Background: an optimization exercise with open tools, aiming at small area, a short achievable clock period and few clock cycles per item. Do not read the settings as production practice. Where RTL was checked, it was by simulation tests only, not by an equivalence proof against the original. No activity file was given, so power comes from the tool's default toggle rates.

==> flow/design.v (excerpt) <==
module pack_enc (
    input  wire        clk,
    input  wire        rst,
    input  wire        in_valid,
    output wire        in_ready,
    input  wire [15:0] in_pix,      
    input  wire [15:0] in_up,       
    input  wire        in_first,    
    input  wire        in_last,     
    input  wire        in_noprev,   
    input  wire        in_eos,      
    output wire        out_valid,
    input  wire        out_ready,
    output wire [31:0] out_data,
    output wire        out_last
);
==> flow/config.mk <==
export PLATFORM = sky130hd
export DESIGN_NAME = pack_enc
export DESIGN_NICKNAME = pack_enc
export VERILOG_FILES = /design/flow/design.v
export SDC_FILE = /design/flow/constraint.sdc
export NUM_CORES = 4
export LEC_CHECK = 0
export CAP_MARGIN = 20
export CORE_MARGIN = 2
export CORE_UTILIZATION = 40
export SLEW_MARGIN = 20
==> flow/constraint.sdc <==
create_clock -name core_clock -period 16.0 [get_ports {clk}]
set_input_delay 3.2000 -clock core_clock [delete_from_list [all_inputs] [get_ports {clk}]]
set_output_delay 3.2000 -clock core_clock [all_outputs]
set_load 0.01 [all_outputs]
standard.sh (not shown) runs the stock make flow with config.mk's settings and CLKGATE_MAP_FILE= SYNTH_SCRIPT=/design/flow/synth_recipe.tcl, a recipe that flattens the netlist after the stock synthesis.
==> flow/flow/run.sh <==
#!/bin/bash
# The standard layout, with faster port buffers, larger clock sink clusters, no dummy clock
# loads, and timing repair aimed at a 11.9 ns slack margin.
set -euo pipefail
export BUFFER_PORTS_ARGS="-buffer_cell sky130_fd_sc_hd__buf_4"
export CTS_ARGS="-sink_clustering_enable -repair_clock_nets -dont_use_dummy_load -sink_clustering_size 28 -sink_clustering_max_diameter 80"
export SETUP_SLACK_MARGIN=11.9
bash standard.sh > standard.log 2>&1
Testbench counts at the start, summed over its fixed seeds: cycles 77,553, items 76,898.
Change:
==> flow/flow/run.sh (replaced) <==
#!/bin/bash
# The standard layout, with faster port buffers, larger clock sink clusters and no dummy clock loads.
set -euo pipefail
export BUFFER_PORTS_ARGS="-buffer_cell sky130_fd_sc_hd__buf_4"
export CTS_ARGS="-sink_clustering_enable -repair_clock_nets -dont_use_dummy_load -sink_clustering_size 28 -sink_clustering_max_diameter 80"
bash standard.sh > standard.log 2>&1
CORE_UTILIZATION = 60   (was 40)
Result:
- synthesized area is unchanged
- sequential share of layout area rises by 1.1 points
- register-to-register slack is worse by 0.31 ns
- final area falls by a few percent
- die area falls by a quarter to a third
- worst setup slack is better by 0.030 ns
- core utilization rises by 20 points
- hold slack is better by 0.026 ns
Change:
CORE_UTILIZATION = 40   (was 60)
Design area rose slightly.
Wire length rose by a few percent.
Area after synthesis is unchanged.
Die area rose by well over a third.
Total power rose by a few percent.
Sequential share of layout area fell by 0.89 points.
Change:
CORE_UTILIZATION = 70   (was 40)
Effect: Via count grows by a few percent; power shrinks by a few percent; clock-buffer cell count shrinks by 17; hold slack is better by 0.0079 ns; core utilization grows by 31 points; synthesized cell count stays the same; cell area shrinks by a few percent; cell count shrinks by roughly a tenth.
Change:
==> flow/flow/run.sh (replaced) <==
#!/bin/bash
# The standard layout, with faster port buffers, larger clock sink clusters, no dummy clock
# loads, and timing repair aimed at a 11.6 ns slack margin.
set -euo pipefail
export BUFFER_PORTS_ARGS="-buffer_cell sky130_fd_sc_hd__buf_4"
export CTS_ARGS="-sink_clustering_enable -repair_clock_nets -dont_use_dummy_load -sink_clustering_size 28 -sink_clustering_max_diameter 80"
export SETUP_SLACK_MARGIN=11.6
bash standard.sh > standard.log 2>&1
CORE_UTILIZATION = 40   (was 70)
Routed wire length decreases by 4.7%. Register-to-register slack gains 0.40 ns. First-iteration DRC count drops by 17%.
Change:
==> flow/flow/run.sh (replaced) <==
#!/bin/bash
# The standard layout, with faster port buffers, larger clock sink clusters and no dummy clock loads.
set -euo pipefail
export BUFFER_PORTS_ARGS="-buffer_cell sky130_fd_sc_hd__buf_4"
export CTS_ARGS="-sink_clustering_enable -repair_clock_nets -dont_use_dummy_load -sink_clustering_size 34 -sink_clustering_max_diameter 70"
bash standard.sh > standard.log 2>&1
Critical path depth does not change.
Sequential share of layout area stays flat.
Die area is unchanged.
Total power climbs by 1.9%.
Synthesized cell count stays the same.
Non-clock buffer count drops by 7.
Design area barely changes.
Register-to-register slack degrades by 0.20 ns.
Routed wire length climbs by 0.96%.
Setup slack improves by 0.011 ns.
Count of clock-buffer cells in the layout climbs by 12.

========
## JK
Another version of the RTL of pack_enc (not shown whole).
For scale: ~6100 cells after synthesis, ~1800 flip-flops.
==> flow/config.mk <==
export PLATFORM = sky130hd
export DESIGN_NAME = pack_enc
export DESIGN_NICKNAME = pack_enc
export VERILOG_FILES = /design/flow/design.v
export SDC_FILE = /design/flow/constraint.sdc
export NUM_CORES = 4
export LEC_CHECK = 0
export CAP_MARGIN = 20
export CORE_MARGIN = 2
export CORE_UTILIZATION = 40
export SLEW_MARGIN = 20
==> flow/constraint.sdc <==
create_clock -name core_clock -period 16.0 [get_ports {clk}]
set_input_delay 3.2000 -clock core_clock [delete_from_list [all_inputs] [get_ports {clk}]]
set_output_delay 3.2000 -clock core_clock [all_outputs]
set_load 0.01 [all_outputs]
==> flow/flow/run.sh <==
#!/bin/bash
# The standard layout, with faster port buffers, larger clock sink clusters and no dummy clock loads.
set -euo pipefail
export BUFFER_PORTS_ARGS="-buffer_cell sky130_fd_sc_hd__buf_4"
export CTS_ARGS="-sink_clustering_enable -repair_clock_nets -dont_use_dummy_load -sink_clustering_size 28 -sink_clustering_max_diameter 80"
bash standard.sh > standard.log 2>&1
Testbench counts of JK, summed over its fixed seeds: cycles 77,551, items 76,898.
#### Input delta (MS over JK)
-- flow/flow/run.sh --
<<< JK, line 5
export CTS_ARGS="-sink_clustering_enable -repair_clock_nets -dont_use_dummy_load -sink_clustering_size 28 -sink_clustering_max_diameter 80"
>>> MS, line 5
export CTS_ARGS="-sink_clustering_enable -repair_clock_nets -dont_use_dummy_load -sink_clustering_size 24 -sink_clustering_max_diameter 100"
Notes after the runs:
- Placement-stage cell area came out exactly the same in JK and MS.
- Compared with JK, first-iteration detailed-routing DRC count in MS increased slightly.
- Relative to JK, the power measured on MS has decreased slightly.
- When MS is measured against JK, its cell-internal power turns out 1.2% lower.

========
Another version of the RTL of pack_enc (not shown whole).
Size: about 1800 flip-flops, roughly 75 I/O pins.
Settings: LEC_CHECK=0, CAP_MARGIN=20, CORE_MARGIN=2, CORE_UTILIZATION=40, SLEW_MARGIN=20; clock period 16.0 ns.
==> flow/flow/run.sh <==
#!/bin/bash
# The standard layout, with faster port buffers, larger clock sink clusters, no dummy clock
# loads, and adders left to ABC instead of the library's full/half-adder cells.
set -euo pipefail
export ADDER_MAP_FILE=
export BUFFER_PORTS_ARGS="-buffer_cell sky130_fd_sc_hd__buf_4"
export CTS_ARGS="-sink_clustering_enable -repair_clock_nets -dont_use_dummy_load -sink_clustering_size 28 -sink_clustering_max_diameter 80"
bash standard.sh > standard.log 2>&1
The baseline passed the timing, DRC and antenna checks.
Rerun with:
==> flow/flow/run.sh (replaced) <==
#!/bin/bash
# The standard layout, with faster port buffers, larger clock sink clusters and no dummy clock loads.
set -euo pipefail
export BUFFER_PORTS_ARGS="-buffer_cell sky130_fd_sc_hd__buf_4"
export CTS_ARGS="-sink_clustering_enable -repair_clock_nets -dont_use_dummy_load -sink_clustering_size 28 -sink_clustering_max_diameter 80"
bash standard.sh > standard.log 2>&1
=> The changed run finished with timing, DRC and antenna clean; total power rises by 3.5%; global-route usage falls by 0.28 points; synthesized area rises by 3.8%; wire length rises by 0.35%; critical path depth falls by 12.
No run of this note included a check of the RTL's function; only the layout flow was run.

========
## cedar
pack_enc, a different RTL version from the one above (not shown whole).
For scale: roughly 75 I/O pins, roughly 69,000 um^2 of cells after synthesis.
clock: 16.0 ns
lec_check: 0
cap_margin: 20
core_margin: 2
core_utilization: 40
cts_buf_list: sky130_fd_sc_hd__clkbuf_4 sky130_fd_sc_hd__clkbuf_8
slew_margin: 20
run.sh (not shown) runs the stock make flow with config.mk's settings and CLKGATE_MAP_FILE= SYNTH_SCRIPT=/design/flow/synth_recipe.tcl, a recipe that flattens the netlist after the stock synthesis.
Stock flow here: none of the scripts above is used.
The inputs of oak differ from those of cedar as listed below.
diff --git a/flow/config.mk b/flow/config.mk
--- a/flow/config.mk
+++ b/flow/config.mk
@@ -9,4 +9,3 @@
 export CORE_MARGIN = 2
 export CORE_UTILIZATION = 40
-export CTS_BUF_LIST = sky130_fd_sc_hd__clkbuf_4 sky130_fd_sc_hd__clkbuf_8
 export SLEW_MARGIN = 20
- On clock insertion delay at the later pin of the skew report: between cedar and oak, it ends up lower for oak.
- Sequential share of layout area: cedar vs oak — no meaningful difference
- oak has clock skew below what cedar had.
- Changes observed in oak relative to cedar: net count reported at finish shrank by 122; number of buffers outside the clock class in the layout held steady.
- Per the comparison of oak with cedar, global-route met2 utilization flat; data arrival at the endpoint of the critical path climbed 3.80 ns.
No functional check of the RTL was part of any run of this note.

========
Setup of before:
Another version of the RTL of pack_enc (not shown whole).
Size: ~6200 cells after synthesis, ~75 I/O pins, roughly 69000 um2 of cells after synthesis.
Settings: LEC_CHECK=0, CAP_MARGIN=20, CORE_MARGIN=2, CORE_UTILIZATION=40, SLEW_MARGIN=20; clock period 16.0 ns.
standard.sh (not shown) runs the stock make flow with config.mk's settings and CLKGATE_MAP_FILE= SYNTH_SCRIPT=/design/flow/synth_recipe.tcl, a recipe that flattens the netlist after the stock synthesis.
==> flow/flow/run.sh <==
#!/bin/bash
# The standard layout, with faster port buffers, larger clock sink clusters and no dummy clock loads.
set -euo pipefail
export BUFFER_PORTS_ARGS="-buffer_cell sky130_fd_sc_hd__buf_4"
export CTS_ARGS="-sink_clustering_enable -repair_clock_nets -dont_use_dummy_load -sink_clustering_size 30 -sink_clustering_max_diameter 60"
bash standard.sh > standard.log 2>&1
--- input diff before..after ---
==> flow/flow/run.sh <==
#!/bin/bash
# The standard layout, with faster port buffers, larger clock sink clusters and no dummy clock loads.
set -euo pipefail
export BUFFER_PORTS_ARGS="-buffer_cell sky130_fd_sc_hd__buf_4"
export CTS_ARGS="-sink_clustering_enable -repair_clock_nets -dont_use_dummy_load -sink_clustering_size 24 -sink_clustering_max_diameter 100"
bash standard.sh > standard.log 2>&1
==> comparison <==
Re count of buffers not belonging to the clock network in the layout: no difference whatsoever between after and before. Relative to before, the fraction of power consumed by sequential logic of after is higher by 3.6 points. after vs. before: maximum clock rate decreased 0.45%; clock share of power now smaller; slack of the critical path now smaller; critical path depth went up; total wire length barely changed. Final critical-path share of the clock period: before vs after — no meaningful difference. Going from before to after, global-route wire length before repair has remained practically unchanged, area growth from synthesis to layout went down. A cell at the slowest stage of the critical path of o41ai_1 is what after shows, while dfxtp_1 belongs to before.
Function was not checked in any run of this note: the RTL went through the layout flow alone.

static timing again, ports no longer ideal:
Ports are ideal in the flow. The routed layouts listed here were re-timed in OpenROAD.
Step 1 sets driving cells, clkbuf_16 on the clock port and buf_2 on the other inputs (assumed; they add their load-dependent delay and slew).
Step 2, shift: input delay + t, output delay - t, t = (earliest + latest rising clock arrival at the registers) / 2. This alone moves slack from input paths to output paths.
a / b / c = ideal / step 1 / step 2; a / b = the first two.
| run | shift t [ns] | setup slack, ns | latest minus earliest clock arrival (ns) | worst slew at a driven data input, ns | cell pins on the clock port's net |
|---|---|---|---|---|---|
| the first run of note 1 | 0.760 | 11.517 / 11.437 / 11.287 | 0.098 / 0.099 | 0.06 | 1 |
| the second run of note 1 | 0.744 | 11.547 / 11.477 / 10.909 | 0.101 / 0.101 | 0.09 | 1 |
| the third run of note 1 | 0.770 | 11.517 / 11.438 / 10.937 | 0.109 / 0.109 | 0.08 | 1 |
| the fourth run of note 1 | 0.734 | 11.411 / 11.411 / 10.855 | 0.105 / 0.105 | 0.11 | 1 |
| the fifth run of note 1 | 0.766 | 11.493 / 11.416 / 11.002 | 0.125 / 0.126 | 0.08 | 1 |
| the sixth run of note 1 | 0.780 | 11.504 / 11.426 / 10.950 | 0.113 / 0.113 | 0.08 | 1 |
| JK | 0.769 | 11.408 / 11.427 / 10.679 | 0.137 / 0.137 | 0.09 | 1 |
| MS | 0.754 | 11.383 / 11.425 / 10.671 | 0.092 / 0.092 | 0.08 | 1 |
| the first run of note 3 | 0.776 | 10.841 / 10.841 / 10.670 | 0.111 / 0.111 | 0.08 | 1 |
| the second run of note 3 | 0.754 | 11.453 / 11.378 / 10.971 | 0.133 / 0.133 | 0.08 | 1 |
| cedar | 1.034 | 10.819 / 10.735 / 10.085 | 0.108 / 0.108 | 0.06 | 1 |
| oak | 0.873 | 10.918 / 10.921 / 10.107 | 0.070 / 0.070 | 0.06 | 1 |
| before | 0.825 | 11.354 / 11.272 / 10.945 | 0.103 / 0.103 | 0.07 | 1 |
| after | 0.781 | 11.333 / 11.333 / 10.892 | 0.104 / 0.104 | 0.07 | 1 |
After both steps setup and hold are still met in every run listed. For oak, which loses most, drivers alone change the setup slack by +0.003 ns; drivers and shift together by -0.811 ns.
